From an optimization exercise on the open Yosys and OpenROAD flow, aimed at small area and a short achievable clock period; shortcuts taken in it are not production practice. Function was checked by simulation only, so behaviour that the tests miss may differ from the original.

--- config.mk ---
export PLATFORM = sky130hd
export DESIGN_NAME = memi_bch79
export DESIGN_NICKNAME = memi_bch79
export VERILOG_FILES = /design/flow/design.v
export SDC_FILE = /design/flow/constraint.sdc
export NUM_CORES = 4
export LEC_CHECK = 0
export CAP_MARGIN = 20
export CORE_MARGIN = 2
export CORE_UTILIZATION = 50
export SLEW_MARGIN = 20
export TNS_END_PERCENT = 20
--- constraint.sdc ---
create_clock -name core_clock -period 20.0 [get_ports {clk}]
set_input_delay 4.0000 -clock core_clock [delete_from_list [all_inputs] [get_ports {clk}]]
set_output_delay 4.0000 -clock core_clock [all_outputs]
set_load 0.01 [all_outputs]
--- design.v ---
module memi_bch79 (
    input  wire        clk,
    input  wire        rst_n,
    input  wire        enc_valid,
    input  wire [63:0] enc_data,
    output reg         enc_out_valid,
    output reg  [78:0] enc_code,
    input  wire        dec_valid,
    input  wire [78:0] dec_code,
    output reg         dec_out_valid,
    output reg  [63:0] dec_data,
    output reg  [1:0]  dec_status
);
    function [6:0] gf_mul;
        input [6:0] a;
        input [6:0] b;
        integer k;
        reg [6:0] acc;
        reg [6:0] sh;
        begin
            acc = 7'd0;
            sh  = a;
            for (k = 0; k < 7; k = k + 1) begin
                if (b[k]) acc = acc ^ sh;
                sh = {sh[5:0], 1'b0} ^ (sh[6] ? 7'h09 : 7'h00);
            end
            gf_mul = acc;
        end
    endfunction
    wire [13:0] enc_chk;
    wire enc_par;
    wire ex0 = enc_data[17] ^ enc_data[43];
    wire ex1 = enc_data[14] ^ enc_data[3];
    wire ex2 = enc_data[0] ^ enc_data[22];
    wire ex3 = enc_data[13] ^ enc_data[46];
    wire ex4 = enc_data[27] ^ enc_data[33];
    wire ex5 = enc_data[30] ^ enc_data[44];
    wire ex6 = enc_data[1] ^ enc_data[23];
    wire ex7 = enc_data[31] ^ enc_data[47];
    wire ex8 = enc_data[37] ^ enc_data[62];
    wire ex9 = enc_data[2] ^ enc_data[24];
    wire ex10 = enc_data[38] ^ enc_data[63];
    wire ex11 = enc_data[25] ^ enc_data[26];
    wire ex12 = enc_data[32] ^ enc_data[4];
    wire ex13 = enc_data[18] ^ enc_data[5];
    wire ex14 = enc_data[29] ^ enc_data[45];
    wire ex15 = enc_data[48] ^ enc_data[61];
    wire ex16 = enc_data[50] ^ enc_data[53];
    wire ex17 = enc_data[56] ^ ex1;
    wire ex18 = enc_data[28] ^ enc_data[59];
    wire ex19 = enc_data[10] ^ enc_data[54];
    wire ex20 = enc_data[49] ^ enc_data[57];
    wire ex21 = enc_data[11] ^ enc_data[55];
    wire ex22 = enc_data[12] ^ enc_data[58];
    wire ex23 = enc_data[42] ^ enc_data[6];
    wire ex24 = enc_data[9] ^ ex0;
    wire ex25 = ex14 ^ ex4;
    wire ex26 = ex16 ^ ex2;
    wire ex27 = enc_data[39] ^ ex6;
    wire ex28 = enc_data[7] ^ ex8;
    wire ex29 = enc_data[40] ^ ex9;
    wire ex30 = enc_data[41] ^ ex3;
    wire ex31 = ex5 ^ ex7;
    wire ex32 = enc_data[35] ^ enc_data[60];
    wire ex33 = enc_data[34] ^ ex18;
    wire ex34 = ex15 ^ ex19;
    wire ex35 = enc_data[21] ^ ex10;
    wire ex36 = ex11 ^ ex12;
    wire ex37 = enc_data[20] ^ ex28;
    wire ex38 = enc_data[15] ^ enc_data[19];
    wire ex39 = enc_data[52] ^ enc_data[8];
    wire ex40 = enc_data[16] ^ enc_data[50];
    wire ex41 = enc_data[14] ^ ex13;
    wire ex42 = ex20 ^ ex21;
    wire ex43 = enc_data[61] ^ ex23;
    wire ex44 = ex22 ^ ex40;
    wire ex45 = enc_data[51] ^ ex24;
    wire ex46 = ex27 ^ ex32;
    wire ex47 = enc_data[36] ^ ex29;
    wire ex48 = enc_data[60] ^ ex35;
    wire ex49 = ex30 ^ ex42;
    wire ex50 = ex17 ^ ex31;
    wire ex51 = enc_data[5] ^ enc_data[58];
    wire ex52 = enc_data[30] ^ enc_data[43];
    wire ex53 = enc_data[22] ^ enc_data[55];
    wire ex54 = enc_data[26] ^ enc_data[49];
    wire ex55 = enc_data[10] ^ enc_data[4];
    wire ex56 = enc_data[42] ^ enc_data[47];
    wire ex57 = enc_data[57] ^ ex3;
    wire ex58 = enc_data[6] ^ ex15;
    wire ex59 = enc_data[13] ^ ex0;
    wire ex60 = enc_data[38] ^ ex4;
    wire ex61 = enc_data[40] ^ ex39;
    wire ex62 = ex38 ^ ex52;
    wire ex63 = enc_data[25] ^ ex10;
    wire ex64 = enc_data[23] ^ ex13;
    wire ex65 = enc_data[0] ^ ex1;
    wire ex66 = enc_data[29] ^ ex21;
    wire ex67 = enc_data[2] ^ ex22;
    wire ex68 = enc_data[62] ^ ex11;
    wire ex69 = ex12 ^ ex54;
    wire ex70 = enc_data[27] ^ ex23;
    wire ex71 = enc_data[37] ^ ex33;
    wire ex72 = enc_data[39] ^ ex26;
    wire ex73 = ex25 ^ ex41;
    wire ex74 = ex26 ^ ex60;
    wire ex75 = ex34 ^ ex61;
    wire ex76 = enc_data[32] ^ ex25;
    wire ex77 = enc_data[41] ^ ex44;
    wire ex78 = enc_data[46] ^ ex43;
    wire ex79 = ex27 ^ ex63;
    wire ex80 = enc_data[9] ^ ex29;
    wire ex81 = enc_data[24] ^ ex30;
    wire ex82 = ex31 ^ ex36;
    wire ex83 = ex24 ^ ex33;
    wire ex84 = enc_data[63] ^ ex17;
    wire ex85 = ex45 ^ ex58;
    wire ex86 = enc_data[16] ^ ex37;
    wire ex87 = enc_data[54] ^ ex48;
    wire ex88 = ex47 ^ ex62;
    wire ex89 = ex50 ^ ex53;
    wire ex90 = ex37 ^ ex65;
    wire ex91 = ex46 ^ ex68;
    wire ex92 = enc_data[15] ^ ex49;
    wire ex_enc_chk_0_0 = enc_data[8] ^ ex38;
    wire ex_enc_chk_0_1 = ex5 ^ ex57;
    wire ex_enc_chk_0_2 = ex_enc_chk_0_0 ^ ex71;
    wire ex_enc_chk_0_3 = ex72 ^ ex73;
    wire ex_enc_chk_0_4 = ex_enc_chk_0_1 ^ ex85;
    wire ex_enc_chk_0_5 = ex_enc_chk_0_2 ^ ex_enc_chk_0_3;
    assign enc_chk[0] = ex_enc_chk_0_4 ^ ex_enc_chk_0_5;
    wire ex_enc_chk_1_0 = enc_data[59] ^ ex20;
    wire ex_enc_chk_1_1 = ex51 ^ ex7;
    wire ex_enc_chk_1_2 = ex59 ^ ex_enc_chk_1_0;
    wire ex_enc_chk_1_3 = ex_enc_chk_1_1 ^ ex46;
    wire ex_enc_chk_1_4 = ex74 ^ ex75;
    wire ex_enc_chk_1_5 = ex_enc_chk_1_2 ^ ex86;
    wire ex_enc_chk_1_6 = ex_enc_chk_1_3 ^ ex_enc_chk_1_4;
    assign enc_chk[1] = ex_enc_chk_1_5 ^ ex_enc_chk_1_6;
    wire ex_enc_chk_2_0 = ex2 ^ ex51;
    wire ex_enc_chk_2_1 = ex6 ^ ex8;
    wire ex_enc_chk_2_2 = ex_enc_chk_2_0 ^ ex_enc_chk_2_1;
    wire ex_enc_chk_2_3 = ex49 ^ ex76;
    wire ex_enc_chk_2_4 = ex_enc_chk_2_2 ^ ex87;
    wire ex_enc_chk_2_5 = ex88 ^ ex_enc_chk_2_3;
    assign enc_chk[2] = ex_enc_chk_2_4 ^ ex_enc_chk_2_5;
    wire ex_enc_chk_3_0 = enc_data[20] ^ enc_data[33];
    wire ex_enc_chk_3_1 = ex9 ^ ex_enc_chk_3_0;
    wire ex_enc_chk_3_2 = ex_enc_chk_3_1 ^ ex71;
    wire ex_enc_chk_3_3 = ex77 ^ ex78;
    wire ex_enc_chk_3_4 = ex79 ^ ex89;
    wire ex_enc_chk_3_5 = ex_enc_chk_3_2 ^ ex_enc_chk_3_3;
    assign enc_chk[3] = ex_enc_chk_3_4 ^ ex_enc_chk_3_5;
    wire ex_enc_chk_4_0 = enc_data[19] ^ enc_data[21];
    wire ex_enc_chk_4_1 = enc_data[28] ^ enc_data[8];
    wire ex_enc_chk_4_2 = ex32 ^ ex_enc_chk_4_0;
    wire ex_enc_chk_4_3 = ex_enc_chk_4_1 ^ ex28;
    wire ex_enc_chk_4_4 = ex36 ^ ex64;
    wire ex_enc_chk_4_5 = ex_enc_chk_4_2 ^ ex50;
    wire ex_enc_chk_4_6 = ex74 ^ ex78;
    wire ex_enc_chk_4_7 = ex80 ^ ex_enc_chk_4_3;
    wire ex_enc_chk_4_8 = ex_enc_chk_4_4 ^ ex_enc_chk_4_5;
    wire ex_enc_chk_4_9 = ex_enc_chk_4_6 ^ ex_enc_chk_4_7;
    assign enc_chk[4] = ex_enc_chk_4_8 ^ ex_enc_chk_4_9;
    wire ex_enc_chk_5_0 = enc_data[17] ^ enc_data[18];
    wire ex_enc_chk_5_1 = enc_data[36] ^ enc_data[59];
    wire ex_enc_chk_5_2 = ex10 ^ ex16;
    wire ex_enc_chk_5_3 = ex19 ^ ex6;
    wire ex_enc_chk_5_4 = ex_enc_chk_5_0 ^ ex_enc_chk_5_1;
    wire ex_enc_chk_5_5 = ex_enc_chk_5_2 ^ ex_enc_chk_5_3;
    wire ex_enc_chk_5_6 = ex_enc_chk_5_4 ^ ex81;
    wire ex_enc_chk_5_7 = ex82 ^ ex_enc_chk_5_5;
    wire ex_enc_chk_5_8 = ex90 ^ ex_enc_chk_5_6;
    assign enc_chk[5] = ex_enc_chk_5_7 ^ ex_enc_chk_5_8;
    wire ex_enc_chk_6_0 = enc_data[1] ^ ex9;
    wire ex_enc_chk_6_1 = ex26 ^ ex43;
    wire ex_enc_chk_6_2 = ex57 ^ ex66;
    wire ex_enc_chk_6_3 = ex_enc_chk_6_0 ^ ex82;
    wire ex_enc_chk_6_4 = ex83 ^ ex_enc_chk_6_1;
    wire ex_enc_chk_6_5 = ex_enc_chk_6_2 ^ ex87;
    wire ex_enc_chk_6_6 = ex_enc_chk_6_3 ^ ex_enc_chk_6_4;
    assign enc_chk[6] = ex_enc_chk_6_5 ^ ex_enc_chk_6_6;
    wire ex_enc_chk_7_0 = enc_data[43] ^ enc_data[51];
    wire ex_enc_chk_7_1 = enc_data[7] ^ ex13;
    wire ex_enc_chk_7_2 = ex_enc_chk_7_0 ^ ex34;
    wire ex_enc_chk_7_3 = ex67 ^ ex_enc_chk_7_1;
    wire ex_enc_chk_7_4 = ex76 ^ ex_enc_chk_7_2;
    wire ex_enc_chk_7_5 = ex_enc_chk_7_3 ^ ex89;
    wire ex_enc_chk_7_6 = ex91 ^ ex_enc_chk_7_4;
    assign enc_chk[7] = ex_enc_chk_7_5 ^ ex_enc_chk_7_6;
    wire ex_enc_chk_8_0 = enc_data[31] ^ enc_data[52];
    wire ex_enc_chk_8_1 = ex8 ^ ex_enc_chk_8_0;
    wire ex_enc_chk_8_2 = ex64 ^ ex66;
    wire ex_enc_chk_8_3 = ex69 ^ ex_enc_chk_8_1;
    wire ex_enc_chk_8_4 = ex45 ^ ex47;
    wire ex_enc_chk_8_5 = ex72 ^ ex84;
    wire ex_enc_chk_8_6 = ex_enc_chk_8_2 ^ ex_enc_chk_8_3;
    wire ex_enc_chk_8_7 = ex_enc_chk_8_4 ^ ex_enc_chk_8_5;
    assign enc_chk[8] = ex_enc_chk_8_6 ^ ex_enc_chk_8_7;
    wire ex_enc_chk_9_0 = enc_data[12] ^ ex12;
    wire ex_enc_chk_9_1 = ex14 ^ ex2;
    wire ex_enc_chk_9_2 = ex17 ^ ex_enc_chk_9_0;
    wire ex_enc_chk_9_3 = ex_enc_chk_9_1 ^ ex75;
    wire ex_enc_chk_9_4 = ex79 ^ ex81;
    wire ex_enc_chk_9_5 = ex83 ^ ex_enc_chk_9_2;
    wire ex_enc_chk_9_6 = ex_enc_chk_9_3 ^ ex_enc_chk_9_4;
    assign enc_chk[9] = ex_enc_chk_9_5 ^ ex_enc_chk_9_6;
    wire ex_enc_chk_10_0 = enc_data[29] ^ enc_data[33];
    wire ex_enc_chk_10_1 = enc_data[53] ^ ex5;
    wire ex_enc_chk_10_2 = ex55 ^ ex56;
    wire ex_enc_chk_10_3 = ex_enc_chk_10_0 ^ ex41;
    wire ex_enc_chk_10_4 = ex_enc_chk_10_1 ^ ex_enc_chk_10_2;
    wire ex_enc_chk_10_5 = ex80 ^ ex_enc_chk_10_3;
    wire ex_enc_chk_10_6 = ex_enc_chk_10_4 ^ ex91;
    wire ex_enc_chk_10_7 = ex92 ^ ex_enc_chk_10_5;
    assign enc_chk[10] = ex_enc_chk_10_6 ^ ex_enc_chk_10_7;
    wire ex_enc_chk_11_0 = enc_data[11] ^ enc_data[34];
    wire ex_enc_chk_11_1 = enc_data[45] ^ enc_data[5];
    wire ex_enc_chk_11_2 = ex11 ^ ex7;
    wire ex_enc_chk_11_3 = ex_enc_chk_11_0 ^ ex_enc_chk_11_1;
    wire ex_enc_chk_11_4 = ex34 ^ ex70;
    wire ex_enc_chk_11_5 = ex_enc_chk_11_2 ^ ex_enc_chk_11_3;
    wire ex_enc_chk_11_6 = ex77 ^ ex84;
    wire ex_enc_chk_11_7 = ex_enc_chk_11_4 ^ ex_enc_chk_11_5;
    wire ex_enc_chk_11_8 = ex88 ^ ex_enc_chk_11_6;
    assign enc_chk[11] = ex_enc_chk_11_7 ^ ex_enc_chk_11_8;
    wire ex_enc_chk_12_0 = enc_data[12] ^ enc_data[3];
    wire ex_enc_chk_12_1 = enc_data[31] ^ enc_data[35];
    wire ex_enc_chk_12_2 = enc_data[44] ^ enc_data[48];
    wire ex_enc_chk_12_3 = enc_data[51] ^ ex0;
    wire ex_enc_chk_12_4 = ex18 ^ ex_enc_chk_12_0;
    wire ex_enc_chk_12_5 = ex_enc_chk_12_1 ^ ex_enc_chk_12_2;
    wire ex_enc_chk_12_6 = ex36 ^ ex70;
    wire ex_enc_chk_12_7 = ex_enc_chk_12_3 ^ ex_enc_chk_12_4;
    wire ex_enc_chk_12_8 = ex_enc_chk_12_5 ^ ex_enc_chk_12_6;
    wire ex_enc_chk_12_9 = ex_enc_chk_12_7 ^ ex86;
    wire ex_enc_chk_12_10 = ex92 ^ ex_enc_chk_12_8;
    assign enc_chk[12] = ex_enc_chk_12_9 ^ ex_enc_chk_12_10;
    wire ex_enc_chk_13_0 = enc_data[28] ^ enc_data[36];
    wire ex_enc_chk_13_1 = enc_data[44] ^ enc_data[56];
    wire ex_enc_chk_13_2 = enc_data[7] ^ ex39;
    wire ex_enc_chk_13_3 = ex56 ^ ex_enc_chk_13_0;
    wire ex_enc_chk_13_4 = ex_enc_chk_13_1 ^ ex44;
    wire ex_enc_chk_13_5 = ex59 ^ ex69;
    wire ex_enc_chk_13_6 = ex_enc_chk_13_2 ^ ex_enc_chk_13_3;
    wire ex_enc_chk_13_7 = ex48 ^ ex73;
    wire ex_enc_chk_13_8 = ex_enc_chk_13_4 ^ ex_enc_chk_13_5;
    wire ex_enc_chk_13_9 = ex_enc_chk_13_6 ^ ex_enc_chk_13_7;
    assign enc_chk[13] = ex_enc_chk_13_8 ^ ex_enc_chk_13_9;
    wire ex_enc_par_0 = enc_data[1] ^ enc_data[11];
    wire ex_enc_par_1 = enc_data[19] ^ enc_data[52];
    wire ex_enc_par_2 = ex20 ^ ex55;
    wire ex_enc_par_3 = ex_enc_par_0 ^ ex_enc_par_1;
    wire ex_enc_par_4 = ex25 ^ ex35;
    wire ex_enc_par_5 = ex67 ^ ex_enc_par_2;
    wire ex_enc_par_6 = ex_enc_par_3 ^ ex_enc_par_4;
    wire ex_enc_par_7 = ex_enc_par_5 ^ ex85;
    wire ex_enc_par_8 = ex90 ^ ex_enc_par_6;
    assign enc_par = ex_enc_par_7 ^ ex_enc_par_8;
    always @(posedge clk) begin
        enc_out_valid <= rst_n & enc_valid;
        enc_code      <= {enc_par, enc_chk, enc_data};
    end
    wire [6:0] s1_c, s3_c;
    wire p_ca, p_cb;
    wire sx0 = dec_code[41] ^ dec_code[61];
    wire sx1 = dec_code[10] ^ dec_code[37];
    wire sx2 = dec_code[44] ^ dec_code[58];
    wire sx3 = dec_code[11] ^ dec_code[24];
    wire sx4 = dec_code[16] ^ dec_code[23];
    wire sx5 = dec_code[36] ^ dec_code[9];
    wire sx6 = dec_code[42] ^ dec_code[59];
    wire sx7 = dec_code[43] ^ dec_code[62];
    wire sx8 = dec_code[46] ^ dec_code[60];
    wire sx9 = dec_code[19] ^ dec_code[3];
    wire sx10 = dec_code[38] ^ sx1;
    wire sx11 = sx0 ^ sx2;
    wire sx12 = dec_code[5] ^ dec_code[53];
    wire sx13 = dec_code[2] ^ dec_code[25];
    wire sx14 = dec_code[47] ^ dec_code[72];
    wire sx15 = dec_code[12] ^ dec_code[26];
    wire sx16 = dec_code[35] ^ sx4;
    wire sx17 = dec_code[45] ^ sx6;
    wire sx18 = dec_code[13] ^ dec_code[27];
    wire sx19 = dec_code[14] ^ dec_code[17];
    wire sx20 = dec_code[40] ^ dec_code[57];
    wire sx21 = dec_code[55] ^ dec_code[63];
    wire sx22 = dec_code[15] ^ dec_code[18];
    wire sx23 = dec_code[54] ^ dec_code[6];
    wire sx24 = dec_code[34] ^ dec_code[39];
    wire sx25 = dec_code[48] ^ dec_code[73];
    wire sx26 = dec_code[71] ^ sx5;
    wire sx27 = dec_code[32] ^ sx9;
    wire sx28 = dec_code[20] ^ sx3;
    wire sx29 = dec_code[0] ^ dec_code[7];
    wire sx30 = dec_code[1] ^ dec_code[28];
    wire sx31 = dec_code[33] ^ dec_code[4];
    wire sx32 = dec_code[52] ^ dec_code[77];
    wire sx33 = dec_code[8] ^ sx18;
    wire sx34 = sx20 ^ sx8;
    wire sx35 = dec_code[29] ^ sx13;
    wire sx36 = dec_code[22] ^ sx15;
    wire sx37 = sx17 ^ sx7;
    wire sx38 = dec_code[31] ^ sx11;
    wire sx39 = dec_code[56] ^ sx10;
    wire sx40 = dec_code[49] ^ dec_code[74];
    wire sx41 = dec_code[51] ^ sx12;
    wire sx42 = dec_code[21] ^ sx24;
    wire sx43 = dec_code[69] ^ sx21;
    wire sx44 = sx14 ^ sx25;
    wire sx45 = dec_code[75] ^ sx26;
    wire sx46 = sx16 ^ sx29;
    wire sx47 = sx28 ^ sx31;
    wire sx48 = dec_code[11] ^ dec_code[30];
    wire sx49 = dec_code[50] ^ dec_code[68];
    wire sx50 = sx19 ^ sx30;
    wire sx51 = dec_code[76] ^ sx22;
    wire sx52 = dec_code[67] ^ sx40;
    wire sx53 = dec_code[4] ^ sx32;
    wire sx54 = dec_code[13] ^ sx27;
    wire sx55 = dec_code[5] ^ sx35;
    wire sx56 = sx11 ^ sx43;
    wire sx57 = dec_code[70] ^ sx36;
    wire sx58 = dec_code[64] ^ sx37;
    wire sx59 = sx33 ^ sx46;
    wire sx60 = sx23 ^ sx38;
    wire sx61 = sx42 ^ sx55;
    wire sx62 = dec_code[42] ^ dec_code[8];
    wire sx63 = dec_code[26] ^ dec_code[47];
    wire sx64 = dec_code[57] ^ dec_code[7];
    wire sx65 = dec_code[61] ^ dec_code[66];
    wire sx66 = dec_code[77] ^ dec_code[9];
    wire sx67 = dec_code[14] ^ dec_code[76];
    wire sx68 = dec_code[52] ^ dec_code[58];
    wire sx69 = dec_code[25] ^ dec_code[73];
    wire sx70 = dec_code[28] ^ dec_code[38];
    wire sx71 = dec_code[36] ^ dec_code[62];
    wire sx72 = dec_code[0] ^ dec_code[22];
    wire sx73 = dec_code[1] ^ dec_code[45];
    wire sx74 = dec_code[51] ^ dec_code[53];
    wire sx75 = sx0 ^ sx12;
    wire sx76 = dec_code[12] ^ sx14;
    wire sx77 = dec_code[63] ^ sx7;
    wire sx78 = dec_code[65] ^ sx8;
    wire sx79 = dec_code[50] ^ sx22;
    wire sx80 = sx25 ^ sx63;
    wire sx81 = sx48 ^ sx66;
    wire sx82 = dec_code[75] ^ sx49;
    wire sx83 = sx23 ^ sx68;
    wire sx84 = dec_code[54] ^ sx32;
    wire sx85 = dec_code[71] ^ sx74;
    wire sx86 = dec_code[39] ^ sx41;
    wire sx87 = sx15 ^ sx52;
    wire sx88 = sx34 ^ sx41;
    wire sx89 = dec_code[10] ^ sx53;
    wire sx90 = sx19 ^ sx27;
    wire sx91 = sx26 ^ sx72;
    wire sx92 = sx28 ^ sx9;
    wire sx93 = sx44 ^ sx84;
    wire sx94 = sx13 ^ sx16;
    wire sx95 = dec_code[19] ^ sx51;
    wire sx96 = sx38 ^ sx54;
    wire sx97 = sx39 ^ sx86;
    wire sx98 = sx45 ^ sx87;
    wire sx99 = sx39 ^ sx47;
    wire sx100 = sx56 ^ sx69;
    wire sx_s1_c_0_0 = dec_code[30] ^ dec_code[32];
    wire sx_s1_c_0_1 = dec_code[37] ^ dec_code[48];
    wire sx_s1_c_0_2 = sx21 ^ sx3;
    wire sx_s1_c_0_3 = sx_s1_c_0_0 ^ sx_s1_c_0_1;
    wire sx_s1_c_0_4 = sx34 ^ sx50;
    wire sx_s1_c_0_5 = sx75 ^ sx_s1_c_0_2;
    wire sx_s1_c_0_6 = sx_s1_c_0_3 ^ sx45;
    wire sx_s1_c_0_7 = sx_s1_c_0_4 ^ sx_s1_c_0_5;
    wire sx_s1_c_0_8 = sx58 ^ sx59;
    wire sx_s1_c_0_9 = sx_s1_c_0_6 ^ sx_s1_c_0_7;
    assign s1_c[0] = sx_s1_c_0_8 ^ sx_s1_c_0_9;
    wire sx_s1_c_1_0 = dec_code[24] ^ dec_code[33];
    wire sx_s1_c_1_1 = dec_code[49] ^ sx5;
    wire sx_s1_c_1_2 = sx62 ^ sx_s1_c_1_0;
    wire sx_s1_c_1_3 = sx35 ^ sx50;
    wire sx_s1_c_1_4 = sx51 ^ sx76;
    wire sx_s1_c_1_5 = sx77 ^ sx78;
    wire sx_s1_c_1_6 = sx_s1_c_1_1 ^ sx_s1_c_1_2;
    wire sx_s1_c_1_7 = sx39 ^ sx_s1_c_1_3;
    wire sx_s1_c_1_8 = sx_s1_c_1_4 ^ sx_s1_c_1_5;
    wire sx_s1_c_1_9 = sx_s1_c_1_6 ^ sx60;
    wire sx_s1_c_1_10 = sx_s1_c_1_7 ^ sx_s1_c_1_8;
    assign s1_c[1] = sx_s1_c_1_9 ^ sx_s1_c_1_10;
    wire sx_s1_c_2_0 = dec_code[16] ^ dec_code[44];
    wire sx_s1_c_2_1 = sx21 ^ sx24;
    wire sx_s1_c_2_2 = sx64 ^ sx65;
    wire sx_s1_c_2_3 = sx_s1_c_2_0 ^ sx10;
    wire sx_s1_c_2_4 = sx35 ^ sx79;
    wire sx_s1_c_2_5 = sx80 ^ sx81;
    wire sx_s1_c_2_6 = sx_s1_c_2_1 ^ sx_s1_c_2_2;
    wire sx_s1_c_2_7 = sx37 ^ sx54;
    wire sx_s1_c_2_8 = sx_s1_c_2_3 ^ sx_s1_c_2_4;
    wire sx_s1_c_2_9 = sx_s1_c_2_5 ^ sx_s1_c_2_6;
    wire sx_s1_c_2_10 = sx_s1_c_2_7 ^ sx_s1_c_2_8;
    assign s1_c[2] = sx_s1_c_2_9 ^ sx_s1_c_2_10;
    wire sx_s1_c_3_0 = dec_code[20] ^ dec_code[23];
    wire sx_s1_c_3_1 = dec_code[24] ^ dec_code[55];
    wire sx_s1_c_3_2 = sx30 ^ sx31;
    wire sx_s1_c_3_3 = sx6 ^ sx64;
    wire sx_s1_c_3_4 = sx_s1_c_3_0 ^ sx_s1_c_3_1;
    wire sx_s1_c_3_5 = sx_s1_c_3_2 ^ sx_s1_c_3_3;
    wire sx_s1_c_3_6 = sx_s1_c_3_4 ^ sx_s1_c_3_5;
    wire sx_s1_c_3_7 = sx96 ^ sx97;
    wire sx_s1_c_3_8 = sx98 ^ sx_s1_c_3_6;
    assign s1_c[3] = sx_s1_c_3_7 ^ sx_s1_c_3_8;
    wire sx_s1_c_4_0 = dec_code[32] ^ dec_code[60];
    wire sx_s1_c_4_1 = dec_code[72] ^ sx20;
    wire sx_s1_c_4_2 = sx67 ^ sx_s1_c_4_0;
    wire sx_s1_c_4_3 = sx33 ^ sx82;
    wire sx_s1_c_4_4 = sx83 ^ sx_s1_c_4_1;
    wire sx_s1_c_4_5 = sx_s1_c_4_2 ^ sx37;
    wire sx_s1_c_4_6 = sx_s1_c_4_3 ^ sx_s1_c_4_4;
    wire sx_s1_c_4_7 = sx61 ^ sx99;
    wire sx_s1_c_4_8 = sx_s1_c_4_5 ^ sx_s1_c_4_6;
    assign s1_c[4] = sx_s1_c_4_7 ^ sx_s1_c_4_8;
    wire sx_s1_c_5_0 = dec_code[15] ^ dec_code[3];
    wire sx_s1_c_5_1 = dec_code[33] ^ dec_code[35];
    wire sx_s1_c_5_2 = dec_code[43] ^ dec_code[59];
    wire sx_s1_c_5_3 = dec_code[6] ^ dec_code[7];
    wire sx_s1_c_5_4 = sx67 ^ sx70;
    wire sx_s1_c_5_5 = sx_s1_c_5_0 ^ sx_s1_c_5_1;
    wire sx_s1_c_5_6 = sx_s1_c_5_2 ^ sx_s1_c_5_3;
    wire sx_s1_c_5_7 = sx36 ^ sx42;
    wire sx_s1_c_5_8 = sx81 ^ sx_s1_c_5_4;
    wire sx_s1_c_5_9 = sx_s1_c_5_5 ^ sx_s1_c_5_6;
    wire sx_s1_c_5_10 = sx88 ^ sx_s1_c_5_7;
    wire sx_s1_c_5_11 = sx_s1_c_5_8 ^ sx_s1_c_5_9;
    wire sx_s1_c_5_12 = sx100 ^ sx_s1_c_5_10;
    assign s1_c[5] = sx_s1_c_5_11 ^ sx_s1_c_5_12;
    wire sx_s1_c_6_0 = dec_code[15] ^ dec_code[29];
    wire sx_s1_c_6_1 = dec_code[40] ^ dec_code[47];
    wire sx_s1_c_6_2 = dec_code[56] ^ dec_code[60];
    wire sx_s1_c_6_3 = dec_code[74] ^ sx24;
    wire sx_s1_c_6_4 = sx71 ^ sx_s1_c_6_0;
    wire sx_s1_c_6_5 = sx_s1_c_6_1 ^ sx_s1_c_6_2;
    wire sx_s1_c_6_6 = sx17 ^ sx_s1_c_6_3;
    wire sx_s1_c_6_7 = sx_s1_c_6_4 ^ sx_s1_c_6_5;
    wire sx_s1_c_6_8 = sx57 ^ sx89;
    wire sx_s1_c_6_9 = sx_s1_c_6_6 ^ sx_s1_c_6_7;
    wire sx_s1_c_6_10 = sx59 ^ sx60;
    wire sx_s1_c_6_11 = sx_s1_c_6_8 ^ sx_s1_c_6_9;
    assign s1_c[6] = sx_s1_c_6_10 ^ sx_s1_c_6_11;
    wire sx_s3_c_0_0 = dec_code[69] ^ sx40;
    wire sx_s3_c_0_1 = sx75 ^ sx80;
    wire sx_s3_c_0_2 = sx83 ^ sx_s3_c_0_0;
    wire sx_s3_c_0_3 = sx47 ^ sx90;
    wire sx_s3_c_0_4 = sx91 ^ sx_s3_c_0_1;
    wire sx_s3_c_0_5 = sx_s3_c_0_2 ^ sx58;
    wire sx_s3_c_0_6 = sx_s3_c_0_3 ^ sx_s3_c_0_4;
    assign s3_c[0] = sx_s3_c_0_5 ^ sx_s3_c_0_6;
    wire sx_s3_c_1_0 = dec_code[17] ^ dec_code[59];
    wire sx_s3_c_1_1 = dec_code[68] ^ dec_code[77];
    wire sx_s3_c_1_2 = sx71 ^ sx73;
    wire sx_s3_c_1_3 = sx_s3_c_1_0 ^ sx_s3_c_1_1;
    wire sx_s3_c_1_4 = sx43 ^ sx76;
    wire sx_s3_c_1_5 = sx_s3_c_1_2 ^ sx_s3_c_1_3;
    wire sx_s3_c_1_6 = sx46 ^ sx92;
    wire sx_s3_c_1_7 = sx_s3_c_1_4 ^ sx_s3_c_1_5;
    wire sx_s3_c_1_8 = sx60 ^ sx97;
    wire sx_s3_c_1_9 = sx_s3_c_1_6 ^ sx_s3_c_1_7;
    assign s3_c[1] = sx_s3_c_1_8 ^ sx_s3_c_1_9;
    wire sx_s3_c_2_0 = dec_code[57] ^ sx18;
    wire sx_s3_c_2_1 = sx19 ^ sx4;
    wire sx_s3_c_2_2 = sx70 ^ sx8;
    wire sx_s3_c_2_3 = sx77 ^ sx_s3_c_2_0;
    wire sx_s3_c_2_4 = sx_s3_c_2_1 ^ sx_s3_c_2_2;
    wire sx_s3_c_2_5 = sx92 ^ sx93;
    wire sx_s3_c_2_6 = sx_s3_c_2_3 ^ sx_s3_c_2_4;
    wire sx_s3_c_2_7 = sx61 ^ sx98;
    wire sx_s3_c_2_8 = sx_s3_c_2_5 ^ sx_s3_c_2_6;
    assign s3_c[2] = sx_s3_c_2_7 ^ sx_s3_c_2_8;
    wire sx_s3_c_3_0 = dec_code[21] ^ dec_code[23];
    wire sx_s3_c_3_1 = dec_code[27] ^ dec_code[34];
    wire sx_s3_c_3_2 = dec_code[52] ^ sx1;
    wire sx_s3_c_3_3 = sx14 ^ sx29;
    wire sx_s3_c_3_4 = sx3 ^ sx73;
    wire sx_s3_c_3_5 = sx_s3_c_3_0 ^ sx_s3_c_3_1;
    wire sx_s3_c_3_6 = sx78 ^ sx79;
    wire sx_s3_c_3_7 = sx_s3_c_3_2 ^ sx_s3_c_3_3;
    wire sx_s3_c_3_8 = sx_s3_c_3_4 ^ sx_s3_c_3_5;
    wire sx_s3_c_3_9 = sx45 ^ sx57;
    wire sx_s3_c_3_10 = sx90 ^ sx_s3_c_3_6;
    wire sx_s3_c_3_11 = sx_s3_c_3_7 ^ sx_s3_c_3_8;
    wire sx_s3_c_3_12 = sx100 ^ sx_s3_c_3_9;
    wire sx_s3_c_3_13 = sx_s3_c_3_10 ^ sx_s3_c_3_11;
    assign s3_c[3] = sx_s3_c_3_12 ^ sx_s3_c_3_13;
    wire sx_s3_c_4_0 = dec_code[18] ^ dec_code[21];
    wire sx_s3_c_4_1 = dec_code[68] ^ dec_code[70];
    wire sx_s3_c_4_2 = sx62 ^ sx_s3_c_4_0;
    wire sx_s3_c_4_3 = sx_s3_c_4_1 ^ sx44;
    wire sx_s3_c_4_4 = sx_s3_c_4_2 ^ sx88;
    wire sx_s3_c_4_5 = sx89 ^ sx94;
    wire sx_s3_c_4_6 = sx_s3_c_4_3 ^ sx96;
    wire sx_s3_c_4_7 = sx_s3_c_4_4 ^ sx_s3_c_4_5;
    assign s3_c[4] = sx_s3_c_4_6 ^ sx_s3_c_4_7;
    wire sx_s3_c_5_0 = dec_code[2] ^ dec_code[34];
    wire sx_s3_c_5_1 = dec_code[55] ^ dec_code[61];
    wire sx_s3_c_5_2 = dec_code[67] ^ sx12;
    wire sx_s3_c_5_3 = sx2 ^ sx23;
    wire sx_s3_c_5_4 = sx48 ^ sx49;
    wire sx_s3_c_5_5 = sx7 ^ sx_s3_c_5_0;
    wire sx_s3_c_5_6 = sx_s3_c_5_1 ^ sx10;
    wire sx_s3_c_5_7 = sx16 ^ sx34;
    wire sx_s3_c_5_8 = sx53 ^ sx_s3_c_5_2;
    wire sx_s3_c_5_9 = sx_s3_c_5_3 ^ sx_s3_c_5_4;
    wire sx_s3_c_5_10 = sx_s3_c_5_5 ^ sx91;
    wire sx_s3_c_5_11 = sx95 ^ sx_s3_c_5_6;
    wire sx_s3_c_5_12 = sx_s3_c_5_7 ^ sx_s3_c_5_8;
    wire sx_s3_c_5_13 = sx_s3_c_5_9 ^ sx_s3_c_5_10;
    wire sx_s3_c_5_14 = sx_s3_c_5_11 ^ sx_s3_c_5_12;
    assign s3_c[5] = sx_s3_c_5_13 ^ sx_s3_c_5_14;
    wire sx_s3_c_6_0 = dec_code[46] ^ dec_code[62];
    wire sx_s3_c_6_1 = dec_code[74] ^ sx30;
    wire sx_s3_c_6_2 = sx65 ^ sx_s3_c_6_0;
    wire sx_s3_c_6_3 = sx17 ^ sx33;
    wire sx_s3_c_6_4 = sx44 ^ sx85;
    wire sx_s3_c_6_5 = sx_s3_c_6_1 ^ sx_s3_c_6_2;
    wire sx_s3_c_6_6 = sx57 ^ sx94;
    wire sx_s3_c_6_7 = sx95 ^ sx_s3_c_6_3;
    wire sx_s3_c_6_8 = sx_s3_c_6_4 ^ sx_s3_c_6_5;
    wire sx_s3_c_6_9 = sx99 ^ sx_s3_c_6_6;
    wire sx_s3_c_6_10 = sx_s3_c_6_7 ^ sx_s3_c_6_8;
    assign s3_c[6] = sx_s3_c_6_9 ^ sx_s3_c_6_10;
    wire sx_p_ca_0 = dec_code[30] ^ dec_code[31];
    wire sx_p_ca_1 = dec_code[6] ^ sx22;
    wire sx_p_ca_2 = sx5 ^ sx_p_ca_0;
    wire sx_p_ca_3 = sx10 ^ sx27;
    wire sx_p_ca_4 = sx36 ^ sx50;
    wire sx_p_ca_5 = sx_p_ca_1 ^ sx_p_ca_2;
    wire sx_p_ca_6 = sx47 ^ sx_p_ca_3;
    wire sx_p_ca_7 = sx_p_ca_4 ^ sx_p_ca_5;
    wire sx_p_ca_8 = sx59 ^ sx61;
    wire sx_p_ca_9 = sx_p_ca_6 ^ sx_p_ca_7;
    assign p_ca = sx_p_ca_8 ^ sx_p_ca_9;
    wire sx_p_cb_0 = dec_code[56] ^ dec_code[65];
    wire sx_p_cb_1 = dec_code[66] ^ dec_code[70];
    wire sx_p_cb_2 = dec_code[76] ^ dec_code[78];
    wire sx_p_cb_3 = sx_p_cb_0 ^ sx_p_cb_1;
    wire sx_p_cb_4 = sx_p_cb_2 ^ sx34;
    wire sx_p_cb_5 = sx52 ^ sx82;
    wire sx_p_cb_6 = sx85 ^ sx_p_cb_3;
    wire sx_p_cb_7 = sx56 ^ sx93;
    wire sx_p_cb_8 = sx_p_cb_4 ^ sx_p_cb_5;
    wire sx_p_cb_9 = sx_p_cb_6 ^ sx58;
    wire sx_p_cb_10 = sx_p_cb_7 ^ sx_p_cb_8;
    assign p_cb = sx_p_cb_9 ^ sx_p_cb_10;
    reg        v1;
    reg [63:0] d1;
    reg [6:0]  u_q, s3_q;
    reg        p_qa, p_qb;     
    wire       p_q = p_qa ^ p_qb;
    always @(posedge clk) begin
        v1   <= rst_n & dec_valid;
        d1   <= dec_code[63:0];
        u_q  <= s1_c;
        s3_q <= s3_c;
        p_qa <= p_ca;
        p_qb <= p_cb;
    end
    wire [127:0] u_oh = 128'd1 << u_q;
    wire [6:0] w_inv3;
    assign w_inv3[0] = |(u_oh & 128'h85171f397d3521e1ec0715d9c155d956);
    assign w_inv3[1] = |(u_oh & 128'h77bca8c40edde83cfa9b8fae20590f0);
    assign w_inv3[2] = |(u_oh & 128'hd3d8a3c4b729aac8883ed3b1ef77e000);
    assign w_inv3[3] = |(u_oh & 128'h9d7459fd639529fbdb72e2c062284688);
    assign w_inv3[4] = |(u_oh & 128'h76d02a17ab13d34bf22b331b534913bc);
    assign w_inv3[5] = |(u_oh & 128'h7a55ce6bcde0f5c45424a2b9e9a25f80);
    assign w_inv3[6] = |(u_oh & 128'h4ae285f65b8d65a17edf971ddc8880a0);
    function in_range;
        input [6:0] x;
        begin
            case (x)
                7'd1, 7'd2, 7'd4, 7'd8, 7'd16, 7'd32, 7'd64, 7'd9, 7'd18, 7'd36, 7'd72, 7'd25, 7'd50, 7'd100, 7'd65, 7'd11, 7'd22, 7'd44, 7'd88, 7'd57, 7'd114, 7'd109, 7'd83, 7'd47, 7'd94, 7'd53, 7'd106, 7'd93, 7'd51, 7'd102, 7'd69, 7'd3, 7'd6, 7'd12, 7'd24, 7'd48, 7'd96, 7'd73, 7'd27, 7'd54, 7'd108, 7'd81, 7'd43, 7'd86, 7'd37, 7'd74, 7'd29, 7'd58, 7'd116, 7'd97, 7'd75, 7'd31, 7'd62, 7'd124, 7'd113, 7'd107, 7'd95, 7'd55, 7'd110, 7'd85, 7'd35, 7'd70, 7'd5, 7'd10, 7'd20, 7'd40, 7'd80, 7'd41, 7'd82, 7'd45, 7'd90, 7'd61, 7'd122, 7'd125, 7'd115, 7'd111, 7'd87, 7'd39: in_range = 1'b1;
                default: in_range = 1'b0;
            endcase
        end
    endfunction
    wire [6:0] ls [0:6];
    wire [6:0] ts;
    assign ls[0][0] = ^(s3_q & 7'h0);
    assign ls[0][1] = ^(s3_q & 7'h5c);
    assign ls[0][2] = ^(s3_q & 7'h58);
    assign ls[0][3] = ^(s3_q & 7'h60);
    assign ls[0][4] = ^(s3_q & 7'h16);
    assign ls[0][5] = ^(s3_q & 7'h68);
    assign ls[0][6] = ^(s3_q & 7'h48);
    assign ts[0] = ^(s3_q & 7'h1);
    assign ls[1][0] = ^(s3_q & 7'h0);
    assign ls[1][1] = ^(s3_q & 7'h6e);
    assign ls[1][2] = ^(s3_q & 7'h6c);
    assign ls[1][3] = ^(s3_q & 7'h30);
    assign ls[1][4] = ^(s3_q & 7'hb);
    assign ls[1][5] = ^(s3_q & 7'h74);
    assign ls[1][6] = ^(s3_q & 7'h64);
    assign ts[1] = ^(s3_q & 7'h40);
    assign ls[2][0] = ^(s3_q & 7'h0);
    assign ls[2][1] = ^(s3_q & 7'h77);
    assign ls[2][2] = ^(s3_q & 7'h76);
    assign ls[2][3] = ^(s3_q & 7'h18);
    assign ls[2][4] = ^(s3_q & 7'h5);
    assign ls[2][5] = ^(s3_q & 7'h3a);
    assign ls[2][6] = ^(s3_q & 7'h32);
    assign ts[2] = ^(s3_q & 7'h20);
    assign ls[3][0] = ^(s3_q & 7'h0);
    assign ls[3][1] = ^(s3_q & 7'h7b);
    assign ls[3][2] = ^(s3_q & 7'h3b);
    assign ls[3][3] = ^(s3_q & 7'h4c);
    assign ls[3][4] = ^(s3_q & 7'h42);
    assign ls[3][5] = ^(s3_q & 7'h5d);
    assign ls[3][6] = ^(s3_q & 7'h19);
    assign ts[3] = ^(s3_q & 7'h10);
    assign ls[4][0] = ^(s3_q & 7'h0);
    assign ls[4][1] = ^(s3_q & 7'h3d);
    assign ls[4][2] = ^(s3_q & 7'h1d);
    assign ls[4][3] = ^(s3_q & 7'h66);
    assign ls[4][4] = ^(s3_q & 7'h21);
    assign ls[4][5] = ^(s3_q & 7'h2e);
    assign ls[4][6] = ^(s3_q & 7'hc);
    assign ts[4] = ^(s3_q & 7'h8);
    assign ls[5][0] = ^(s3_q & 7'h0);
    assign ls[5][1] = ^(s3_q & 7'h1e);
    assign ls[5][2] = ^(s3_q & 7'he);
    assign ls[5][3] = ^(s3_q & 7'h33);
    assign ls[5][4] = ^(s3_q & 7'h50);
    assign ls[5][5] = ^(s3_q & 7'h57);
    assign ls[5][6] = ^(s3_q & 7'h46);
    assign ts[5] = ^(s3_q & 7'h44);
    assign ls[6][0] = ^(s3_q & 7'h0);
    assign ls[6][1] = ^(s3_q & 7'h4f);
    assign ls[6][2] = ^(s3_q & 7'h47);
    assign ls[6][3] = ^(s3_q & 7'h59);
    assign ls[6][4] = ^(s3_q & 7'h28);
    assign ls[6][5] = ^(s3_q & 7'h6b);
    assign ls[6][6] = ^(s3_q & 7'h23);
    assign ts[6] = ^(s3_q & 7'h22);
    wire [6:0] y_v = ({7{w_inv3[0]}} & ls[0]) ^ ({7{w_inv3[1]}} & ls[1]) ^
                     ({7{w_inv3[2]}} & ls[2]) ^ ({7{w_inv3[3]}} & ls[3]) ^
                     ({7{w_inv3[4]}} & ls[4]) ^ ({7{w_inv3[5]}} & ls[5]) ^
                     ({7{w_inv3[6]}} & ls[6]);
    wire       trc = ~^(w_inv3 & ts);
    reg        v2;
    reg [63:0] d2;
    reg [6:0]  u2, y2;
    reg        p2, trc2, u_nz2, s3_nz2;
    always @(posedge clk) begin
        v2     <= rst_n & v1;
        d2     <= d1;
        u2     <= u_q;
        y2     <= y_v;
        p2     <= p_q;
        trc2   <= trc;
        u_nz2  <= |u_q;
        s3_nz2 <= |s3_q;
    end
    wire [6:0] ubx [0:6];
    assign ubx[0][0] = ^(u2 & 7'h1);
    assign ubx[0][1] = ^(u2 & 7'h2);
    assign ubx[0][2] = ^(u2 & 7'h4);
    assign ubx[0][3] = ^(u2 & 7'h8);
    assign ubx[0][4] = ^(u2 & 7'h10);
    assign ubx[0][5] = ^(u2 & 7'h20);
    assign ubx[0][6] = ^(u2 & 7'h40);
    assign ubx[1][0] = ^(u2 & 7'h40);
    assign ubx[1][1] = ^(u2 & 7'h1);
    assign ubx[1][2] = ^(u2 & 7'h2);
    assign ubx[1][3] = ^(u2 & 7'h44);
    assign ubx[1][4] = ^(u2 & 7'h8);
    assign ubx[1][5] = ^(u2 & 7'h10);
    assign ubx[1][6] = ^(u2 & 7'h20);
    assign ubx[2][0] = ^(u2 & 7'h20);
    assign ubx[2][1] = ^(u2 & 7'h40);
    assign ubx[2][2] = ^(u2 & 7'h1);
    assign ubx[2][3] = ^(u2 & 7'h22);
    assign ubx[2][4] = ^(u2 & 7'h44);
    assign ubx[2][5] = ^(u2 & 7'h8);
    assign ubx[2][6] = ^(u2 & 7'h10);
    assign ubx[3][0] = ^(u2 & 7'h10);
    assign ubx[3][1] = ^(u2 & 7'h20);
    assign ubx[3][2] = ^(u2 & 7'h40);
    assign ubx[3][3] = ^(u2 & 7'h11);
    assign ubx[3][4] = ^(u2 & 7'h22);
    assign ubx[3][5] = ^(u2 & 7'h44);
    assign ubx[3][6] = ^(u2 & 7'h8);
    assign ubx[4][0] = ^(u2 & 7'h8);
    assign ubx[4][1] = ^(u2 & 7'h10);
    assign ubx[4][2] = ^(u2 & 7'h20);
    assign ubx[4][3] = ^(u2 & 7'h48);
    assign ubx[4][4] = ^(u2 & 7'h11);
    assign ubx[4][5] = ^(u2 & 7'h22);
    assign ubx[4][6] = ^(u2 & 7'h44);
    assign ubx[5][0] = ^(u2 & 7'h44);
    assign ubx[5][1] = ^(u2 & 7'h8);
    assign ubx[5][2] = ^(u2 & 7'h10);
    assign ubx[5][3] = ^(u2 & 7'h64);
    assign ubx[5][4] = ^(u2 & 7'h48);
    assign ubx[5][5] = ^(u2 & 7'h11);
    assign ubx[5][6] = ^(u2 & 7'h22);
    assign ubx[6][0] = ^(u2 & 7'h22);
    assign ubx[6][1] = ^(u2 & 7'h44);
    assign ubx[6][2] = ^(u2 & 7'h8);
    assign ubx[6][3] = ^(u2 & 7'h32);
    assign ubx[6][4] = ^(u2 & 7'h64);
    assign ubx[6][5] = ^(u2 & 7'h48);
    assign ubx[6][6] = ^(u2 & 7'h11);
    wire [6:0] x1  = ({7{y2[0]}} & ubx[0]) ^ ({7{y2[1]}} & ubx[1]) ^
                     ({7{y2[2]}} & ubx[2]) ^ ({7{y2[3]}} & ubx[3]) ^
                     ({7{y2[4]}} & ubx[4]) ^ ({7{y2[5]}} & ubx[5]) ^
                     ({7{y2[6]}} & ubx[6]);
    wire [6:0] x2  = x1 ^ u2;
    wire       u_nz  = u_nz2;
    wire       s3_nz = s3_nz2;
    wire       x1_z  = ~|x1;
    wire       in1   = in_range(x1);
    wire       in2   = in_range(x2);
    wire       ok    = u_nz & ~trc2 & in2 & ((in1 & ~p2) | x1_z);
    reg [7:0]  lo1, lo2;
    reg [15:0] hi1, hi2;
    integer i;
    always @* begin
        for (i = 0; i < 8; i = i + 1) begin
            lo1[i] = ok & (x1[2:0] == i);
            lo2[i] = ok & (x2[2:0] == i);
        end
        for (i = 0; i < 16; i = i + 1) begin
            hi1[i] = (x1[6:3] == i);
            hi2[i] = (x2[6:3] == i);
        end
    end
    wire [63:0] fix;
    assign fix[0] = (lo1[1] & hi1[8]) | (lo2[1] & hi2[8]);
    assign fix[1] = (lo1[3] & hi1[1]) | (lo2[3] & hi2[1]);
    assign fix[2] = (lo1[6] & hi1[2]) | (lo2[6] & hi2[2]);
    assign fix[3] = (lo1[4] & hi1[5]) | (lo2[4] & hi2[5]);
    assign fix[4] = (lo1[0] & hi1[11]) | (lo2[0] & hi2[11]);
    assign fix[5] = (lo1[1] & hi1[7]) | (lo2[1] & hi2[7]);
    assign fix[6] = (lo1[2] & hi1[14]) | (lo2[2] & hi2[14]);
    assign fix[7] = (lo1[5] & hi1[13]) | (lo2[5] & hi2[13]);
    assign fix[8] = (lo1[3] & hi1[10]) | (lo2[3] & hi2[10]);
    assign fix[9] = (lo1[7] & hi1[5]) | (lo2[7] & hi2[5]);
    assign fix[10] = (lo1[6] & hi1[11]) | (lo2[6] & hi2[11]);
    assign fix[11] = (lo1[5] & hi1[6]) | (lo2[5] & hi2[6]);
    assign fix[12] = (lo1[2] & hi1[13]) | (lo2[2] & hi2[13]);
    assign fix[13] = (lo1[5] & hi1[11]) | (lo2[5] & hi2[11]);
    assign fix[14] = (lo1[3] & hi1[6]) | (lo2[3] & hi2[6]);
    assign fix[15] = (lo1[6] & hi1[12]) | (lo2[6] & hi2[12]);
    assign fix[16] = (lo1[5] & hi1[8]) | (lo2[5] & hi2[8]);
    assign fix[17] = (lo1[3] & hi1[0]) | (lo2[3] & hi2[0]);
    assign fix[18] = (lo1[6] & hi1[0]) | (lo2[6] & hi2[0]);
    assign fix[19] = (lo1[4] & hi1[1]) | (lo2[4] & hi2[1]);
    assign fix[20] = (lo1[0] & hi1[3]) | (lo2[0] & hi2[3]);
    assign fix[21] = (lo1[0] & hi1[6]) | (lo2[0] & hi2[6]);
    assign fix[22] = (lo1[0] & hi1[12]) | (lo2[0] & hi2[12]);
    assign fix[23] = (lo1[1] & hi1[9]) | (lo2[1] & hi2[9]);
    assign fix[24] = (lo1[3] & hi1[3]) | (lo2[3] & hi2[3]);
    assign fix[25] = (lo1[6] & hi1[6]) | (lo2[6] & hi2[6]);
    assign fix[26] = (lo1[4] & hi1[13]) | (lo2[4] & hi2[13]);
    assign fix[27] = (lo1[1] & hi1[10]) | (lo2[1] & hi2[10]);
    assign fix[28] = (lo1[3] & hi1[5]) | (lo2[3] & hi2[5]);
    assign fix[29] = (lo1[6] & hi1[10]) | (lo2[6] & hi2[10]);
    assign fix[30] = (lo1[5] & hi1[4]) | (lo2[5] & hi2[4]);
    assign fix[31] = (lo1[2] & hi1[9]) | (lo2[2] & hi2[9]);
    assign fix[32] = (lo1[5] & hi1[3]) | (lo2[5] & hi2[3]);
    assign fix[33] = (lo1[2] & hi1[7]) | (lo2[2] & hi2[7]);
    assign fix[34] = (lo1[4] & hi1[14]) | (lo2[4] & hi2[14]);
    assign fix[35] = (lo1[1] & hi1[12]) | (lo2[1] & hi2[12]);
    assign fix[36] = (lo1[3] & hi1[9]) | (lo2[3] & hi2[9]);
    assign fix[37] = (lo1[7] & hi1[3]) | (lo2[7] & hi2[3]);
    assign fix[38] = (lo1[6] & hi1[7]) | (lo2[6] & hi2[7]);
    assign fix[39] = (lo1[4] & hi1[15]) | (lo2[4] & hi2[15]);
    assign fix[40] = (lo1[1] & hi1[14]) | (lo2[1] & hi2[14]);
    assign fix[41] = (lo1[3] & hi1[13]) | (lo2[3] & hi2[13]);
    assign fix[42] = (lo1[7] & hi1[11]) | (lo2[7] & hi2[11]);
    assign fix[43] = (lo1[7] & hi1[6]) | (lo2[7] & hi2[6]);
    assign fix[44] = (lo1[6] & hi1[13]) | (lo2[6] & hi2[13]);
    assign fix[45] = (lo1[5] & hi1[10]) | (lo2[5] & hi2[10]);
    assign fix[46] = (lo1[3] & hi1[4]) | (lo2[3] & hi2[4]);
    assign fix[47] = (lo1[6] & hi1[8]) | (lo2[6] & hi2[8]);
    assign fix[48] = (lo1[5] & hi1[0]) | (lo2[5] & hi2[0]);
    assign fix[49] = (lo1[2] & hi1[1]) | (lo2[2] & hi2[1]);
    assign fix[50] = (lo1[4] & hi1[2]) | (lo2[4] & hi2[2]);
    assign fix[51] = (lo1[0] & hi1[5]) | (lo2[0] & hi2[5]);
    assign fix[52] = (lo1[0] & hi1[10]) | (lo2[0] & hi2[10]);
    assign fix[53] = (lo1[1] & hi1[5]) | (lo2[1] & hi2[5]);
    assign fix[54] = (lo1[2] & hi1[10]) | (lo2[2] & hi2[10]);
    assign fix[55] = (lo1[5] & hi1[5]) | (lo2[5] & hi2[5]);
    assign fix[56] = (lo1[2] & hi1[11]) | (lo2[2] & hi2[11]);
    assign fix[57] = (lo1[5] & hi1[7]) | (lo2[5] & hi2[7]);
    assign fix[58] = (lo1[2] & hi1[15]) | (lo2[2] & hi2[15]);
    assign fix[59] = (lo1[5] & hi1[15]) | (lo2[5] & hi2[15]);
    assign fix[60] = (lo1[3] & hi1[14]) | (lo2[3] & hi2[14]);
    assign fix[61] = (lo1[7] & hi1[13]) | (lo2[7] & hi2[13]);
    assign fix[62] = (lo1[7] & hi1[10]) | (lo2[7] & hi2[10]);
    assign fix[63] = (lo1[7] & hi1[4]) | (lo2[7] & hi2[4]);
    reg [1:0] st;
    always @* begin
        if (ok)
            st = (x1_z & p2) ? 2'd1 : 2'd2;
        else if (!u_nz && !s3_nz)
            st = {1'b0, p2};
        else
            st = 2'd3;
    end
    always @(posedge clk) begin
        dec_out_valid <= rst_n & v2;
        dec_data      <= d2 ^ fix;
        dec_status    <= st;
    end
endmodule
--- flow/run.sh ---
#!/bin/bash
# The standard ORFS layout (the standard.sh), with two changes:
# timing repair keeps a setup margin, so that paths are optimised well below
# the 20 ns clock, and the ports get plain buffers.
set -euo pipefail
bash standard.sh SETUP_SLACK_MARGIN=14.75 "BUFFER_PORTS_ARGS=-buffer_cell sky130_fd_sc_hd__buf_1"  "CTS_ARGS=-sink_clustering_enable -repair_clock_nets -dont_use_dummy_load -sink_clustering_size 30 -sink_clustering_max_diameter 60" finish > orfs_flow.log 2>&1
--- standard.sh ---
#!/bin/bash
# synth_recipe.tcl (not shown) runs the flow's synth.tcl, then flattens the netlist and writes it again
# the make line also repeats each setting of config.mk as NAME=value (left out here)
make -C /OpenROAD-flow-scripts/flow DESIGN_CONFIG=/design/flow/config.mk WORK_HOME=/design/flow/orfs CLKGATE_MAP_FILE= SYNTH_SCRIPT=/design/flow/synth_recipe.tcl "${@:-finish}"
==> impl_metrics.py, run 1 <==
metrics = {
    "status": {
        "run_status": "finished clean",
    },
    "clocking": {
        "cts-htree-levels": 1,
        "cts_tree": "yes",
        "cts.clk_slew.worst_paths_ns": 0.07,
        "root_buffer": "clkbuf_16",
        "cts_made_buffers": 25,
        "clockBufferDepth": 3,
        "cts_sinks": 310,
        "insertion_delay_ns": 0.57,
    },
    "setup_path": {
        "path_class": "in -> reg",
        "r2r_cells": 14,
        "cpMostUsedCell": "xnor2_1",
        "crit_path_end_kind": "register",
        "max_stage_delay_ns": 0.40,
        "worst_r2r_startpoint": "u2[3]",
        "arrival_ns": 5.73,
        "crit_path_top_delay_cell": "xnor2_1",
        "r2r_setup_slack_ns": 15.01,
        "cp_max_fo": 4,
        "rr_endpoint": "dec_data[58]",
        "crit_required_ns": 20.37,
        "cp_cell_sequence": "buf_2, xor2_4, xnor2_2, xnor2_2, xor2_2, xnor2_1, xnor2_1, xnor2_1",
        "start_kind": "primary input",
    },
    "worst_hold_path": {
        "whs_endpoint": "d2[8]",
        "hp-start": "d1[8]",
        "hp-class": "reg -> reg",
        "hold_depth": 0,
    },
    "synthesis": {
        "synth_cell_types": 79,
        "synth_area_um2": 17100,
        "synth.top_cell.area_share": 0.3628,
        "synth_most_common_cell": "xnor2_1",
        "syn_avg_cell_area_um2": 9.555,
        "synth_edf_count": 0,
        "synth-seq-cells": 310,
        "ys_warn_count": 1,
        "ys_async_sr_fraction": 0,
        "yosys-top-cells-area": "dfxtp_1 36%, xnor2_1 28%, xor2_1 6.5%",
        "ys.flop_type": "dfxtp_1",
        "synth_top_cell_by_area": "dfxtp_1",
        "synthTopCellsByCount": "539 x xnor2_1, 310 x dfxtp_1, 131 x nand2_1",
        "syn_nets": 1950,
        "synthCells": 1790,
        "seq_area_frac_synth": 0.3628,
    },
    "sta": {
        "slew_headroom": 0.3916,
        "clock-skew-final_ns": 0.08277,
        "period_needed_ns": 5.355,
        "clock.fmax_mhz": 186.7,
        "final-hold-violation-count": 0,
        "rsz0062_at_grt": "yes",
        "drv_slew": 0,
        "worst-slew-pin-transition_ns": 0.9056,
        "setup_violations": 0,
        "setup-tns-final_ns": 0,
        "fin_crit_sh": 0.2678,
    },
    "final_layout": {
        "seqCellArea_um2": 6207,
        "post-route-util": 0.5830,
        "multiInputGateArea_um2": 10880,
        "layout-drive-gt1-share": 0.06847,
        "layout.nets": 2192,
        "syn_to_final_growth_pct": 14.58,
        "fillers": 3099,
    },
    "placed_design": {
        "port_buffers": 293,
        "gp_congestion": 0.9669,
        "dpl.hpwl_mm": 43.18,
    },
    "routing": {
        "drt-total-wl_mm": 55.00,
        "drc": 0,
        "via_count": 13880,
        "wl_per_cell_um": 22.18,
        "drt_iter0_drc": 1388,
        "drt_pass1_iterations": 5,
        "ant_nets": 0,
        "via_per_inst": 5.599,
    },
    "die": {
        "die_area_um2": 35700,
        "num_rows": 67,
        "die_h_um": 189.0,
        "core_area_um2": 33620,
        "ios": 294,
        "initial_core_util": 0.5088,
        "fp.dieW_um": 189.0,
    },
    "run": {
        "maxCapViolCount": 0,
    },
    "global_routing": {
        "overflow": 0,
        "grt_pass1_wl_mm": 82.04,
        "antenna_found_initial": 2,
        "grt_use_total": 0.2997,
        "grt_pass1_vias": 13450,
        "grt_max_degree": 67,
    },
}
[kinds of logic after synthesis]
logic type	count (synthesis)	share of synthesized area
DFF	310	0.3628
buffers and inverters	122	0.02985
adders and majority gates	13	0.009510
AOI/OAI and AO/OA	280	0.1228
and+or+nand+nor	369	0.1061
xor gates and xnor gates	679	0.3586
muxes	17	0.01031
[layout make-up]
type	instances	share of cell area
antenna	1	0.0001277
sequential	310	0.3167
multi-input combinational	1358	0.5549
inverter	31	0.005938
timing repair buffer	306	0.06174
tap	448	0.02860
clock buffer	25	0.03192
[worst max-delay path: cells and delay by family]
family,cells,cell delay [ns]
XOR/XNOR,7,1.54
buffers and inverters,1,0.18
[metal layers]
metal  share of wire  global-route usage  up-vias
li1                -                   -     6490
met1            0.45              0.4354     6613
met2            0.45              0.4718      683
met3           0.077             0.04189       91
met4           0.021             0.06641        2
met5         0.00020                   0        -
[stage by stage]
step,std cells,setup slack (ns),hold slack [ns],instance area (um^2)
2_1_floorplan,1790,14.64,0.3096,17300
3_3_place_gp,2449,13.81,0.3106,18630
3_5_place_dp,2449,13.90,0.3121,18630
4_1_cts,2478,14.68,0.2725,19400
5_1_grt,2479,14.64,0.2682,19600
6_report,2479,14.64,0.2666,19600
[worst max path at each step]
stage / from / to / cells after the start
finish: dec_code[42] / p_qb / 8
global route: dec_code[42] / p_qb / 8
CTS: enc_data[43] / enc_code[70] / 7
detailed placement: dec_code[42] / p_qb / 8
global placement: dec_code[42] / p_qb / 8
floorplan: dec_code[10] / s3_q[6] / 7
[cell usage in the layout (no fill, tap or decap), types with 15 or more instances in the layout]
| cell type | n |
|---|---|
| o22ai_1 | 15 |
| a21oi_1 | 42 |
| xnor2_1 | 500 |
| xor2_1 | 105 |
| clkbuf_16 | 25 |
| xnor2_2 | 39 |
| nor2_1 | 83 |
| nor3_1 | 17 |
| a22o_1 | 26 |
| xor2_2 | 22 |
| buf_1 | 286 |
| a32oi_1 | 54 |
| o21ai_0 | 30 |
| inv_1 | 29 |
| nand2_1 | 131 |
| dfxtp_1 | 309 |
| nand3_1 | 21 |
| nor2b_1 | 27 |
[what timing repair did]
action	in CTS	in global routing
cloned	0	0
buffers inserted	4	0
resized for setup	20	28
hold buffers	0	0
pin swaps	4	0
endpoints found under the setup margin	22	87
[flip-flops by register name (all words and copies together), names as in the netlist]
register and count:
d1 64, d2 64, dec_data 64, dec_out_valid 1, dec_status 2, enc_code 79, enc_out_valid 1, p2 1
p_qa 1, p_qb 1, s3_nz2 1, s3_q 7, trc2 1, u2 7, u_nz2 1, u_q 7
v1 1, v2 1, y2 6
==> run 2: changes to the inputs <==
--- a/config.mk
+++ b/config.mk
@@ -9,4 +9,3 @@
 export CORE_MARGIN = 2
 export CORE_UTILIZATION = 50
 export SLEW_MARGIN = 20
-export TNS_END_PERCENT = 20
==> impl_metrics.py, run 2 <==
metrics = {
    "synthesis": {
        "synth_area_um2": 17100,
        "ys.flop_type": "dfxtp_1",
        "synthCells": 1790,
        "yosys-top-cells-area": "dfxtp_1 36%, xnor2_1 28%, xor2_1 6.5%",
        "synth_top_cell_by_area": "dfxtp_1",
        "synthTopCellsByCount": "539 x xnor2_1, 310 x dfxtp_1, 131 x nand2_1",
        "synth.top_cell.area_share": 0.3628,
        "ys_async_sr_fraction": 0,
        "ys_warn_count": 1,
        "synth_most_common_cell": "xnor2_1",
        "synth_edf_count": 0,
        "syn_avg_cell_area_um2": 9.555,
        "syn_nets": 1950,
        "synth-seq-cells": 310,
        "synth_cell_types": 79,
        "seq_area_frac_synth": 0.3628,
    },
    "routing": {
        "via_per_inst": 5.596,
        "drt_pass1_iterations": 7,
        "wl_per_cell_um": 22.26,
        "drc": 0,
        "via_count": 13880,
        "drt-total-wl_mm": 55.23,
        "drt_iter0_drc": 1147,
        "ant_nets": 0,
    },
    "final_layout": {
        "syn_to_final_growth_pct": 15.22,
        "layout-drive-gt1-share": 0.07878,
        "top_register": "enc_code",
        "final_cell_count_no_fill": 2481,
        "mostFrequentLayoutCells": "488 x xnor2_1, 310 x dfxtp_1, 275 x buf_1",
        "layout.nets": 2193,
        "largest_reg_flops": 79,
        "final_common_cell": "xnor2_1",
        "fillers": 3066,
        "seqCellArea_um2": 6206,
        "multiInputGateArea_um2": 11000,
    },
    "clocking": {
        "root_buffer": "clkbuf_16",
        "cts_made_buffers": 23,
        "cts_sinks": 310,
        "cts.clk_slew.worst_paths_ns": 0.08,
        "clockBufferDepth": 3,
        "insertion_delay_ns": 0.58,
        "cts-htree-levels": 1,
        "cts_tree": "yes",
        "ctsHoldBuffers": 0,
    },
    "global_routing": {
        "antenna_found_initial": 2,
        "grt_pass1_vias": 13470,
        "grt_max_degree": 67,
        "grt_pass1_wl_mm": 83.02,
        "grt_use_total": 0.3023,
        "overflow": 0,
    },
    "die": {
        "die_h_um": 189.0,
        "fp.dieW_um": 189.0,
        "num_rows": 67,
        "ios": 294,
        "initial_core_util": 0.5088,
        "die_area_um2": 35700,
        "core_area_um2": 33620,
    },
    "sta": {
        "slew_headroom": 0.3723,
        "setup-tns-final_ns": 0,
        "setup_violations": 0,
        "clock-skew-final_ns": 0.09273,
        "period_needed_ns": 5.208,
        "final-hold-violation-count": 0,
        "fin_crit_sh": 0.2604,
        "rsz0062_at_grt": "yes",
        "clock.fmax_mhz": 192.0,
        "worst-slew-pin-transition_ns": 0.9344,
        "drv_slew": 0,
    },
    "placed_design": {
        "place_inst": 2449,
        "gp_congestion": 0.9741,
        "port_buffers": 293,
        "dpl.hpwl_mm": 43.13,
    },
    "setup_path": {
        "arrival_ns": 5.60,
        "crit_required_ns": 20.39,
        "cp_max_fo": 3,
        "path_class": "in -> reg",
        "start_kind": "primary input",
        "crit_path_end_kind": "register",
    },
    "status": {
        "run_status": "finished clean",
    },
    "worst_hold_path": {
        "hp-class": "reg -> reg",
    },
    "run": {
        "maxCapViolCount": 0,
    },
}
[run 2: cell counts after synthesis]
No cell type changed its count.
[run 2: final timing paths]
kind / startpoint / cells past startpoint / to / slack (ns)
hold reg to reg: d1[60] / 0 / d2[60] / 0.30
setup reg to reg: u2[3] / 12 / dec_data[61] / 15.02
hold / removal: d1[60] / 0 / d2[60] / 0.30
setup / recovery: enc_data[57] / 7 / enc_code[76] / 14.79
[run 2: through the flow]
| stage | instance area [um^2] | hold WS (ns) | worst slack [ns] | utilization |
|---|---|---|---|---|
| after detailed placement | 18750 | 0.3121 | 13.99 | 0.5576 |
| after floorplan | 17410 | 0.3096 | 14.64 | - |
| after global routing | 19710 | 0.3071 | 14.69 | 0.5862 |
| after global placement | 18750 | 0.3103 | 13.90 | 0.5576 |
| after CTS | 19380 | 0.3050 | 14.70 | 0.5764 |
| final | 19710 | 0.2992 | 14.79 | 0.5863 |
[run 2: metal layers]
layer  up-vias  routed length (um)  global-route usage
li1       6517                   -                   -
met1      6636               25240              0.4422
met2       664               24900              0.4735
met3        67                4213             0.04652
met4         0                 884             0.05739
met5         -                   0                   0
[run 2: kinds of logic after synthesis]
logic type / after synthesis / share of synthesized area
AO/OA/AOI/OAI: 280 / 0.1228
multiplexers: 17 / 0.01031
buffers and inverters: 122 / 0.02985
AND/OR/NAND/NOR: 369 / 0.1061
adder cells (fa/ha/maj): 13 / 0.009510
XOR/XNOR: 679 / 0.3586
flip-flops: 310 / 0.3628
[run 2: area by class of cell]
cell class / count / area share
tap: 448 / 0.02844
inverter: 31 / 0.005904
sequential: 310 / 0.3149
clock buffer: 23 / 0.02920
multi-input combinational: 1358 / 0.5581
antenna: 2 / 0.0002540
timing repair buffer: 309 / 0.06323
[run 2: what timing repair did]
action	CTS	global route
setup buffers	0	7
gates resized for setup	12	45
pin swaps	0	9
endpoints found under the setup margin	9	67
[run 2: worst max-delay path, stage by stage]
cell     delay, ns
buf_1         0.13
xnor2_1       0.50
xnor2_1       0.15
xnor2_1       0.36
xnor2_1       0.16
xnor2_1       0.21
xnor2_1       0.09

separate check: timing with driven ports:
The flow's constraints put no driver on any port. The routed layouts listed below were extracted and timed again, unchanged, in two steps. Step 1 (the two cells are an assumption about what drives the block):
set clk [get_ports {clk}]
set_driving_cell -lib_cell sky130_fd_sc_hd__clkbuf_16 $clk
set_driving_cell -lib_cell sky130_fd_sc_hd__buf_2 [delete_from_list [all_inputs] $clk]
Step 2, shift: input delay + t, output delay - t, t = (earliest + latest rising clock arrival at the registers) / 2. This alone moves slack from input paths to output paths. Slacks: ideal / step 1 / step 2; pairs: ideal / step 1.
run | t (ns) | setup WS [ns] | worst setup path at the end
run 1 | 0.575 | 14.645 / 14.680 / 14.105 | input to register
run 2 | 0.586 | 14.792 / 14.787 / 14.229 | input to register
After both steps setup and hold are still met in every run listed. The setup slack of run 2, which loses most, moves by -0.005 ns with the drivers and by -0.563 ns with both steps.
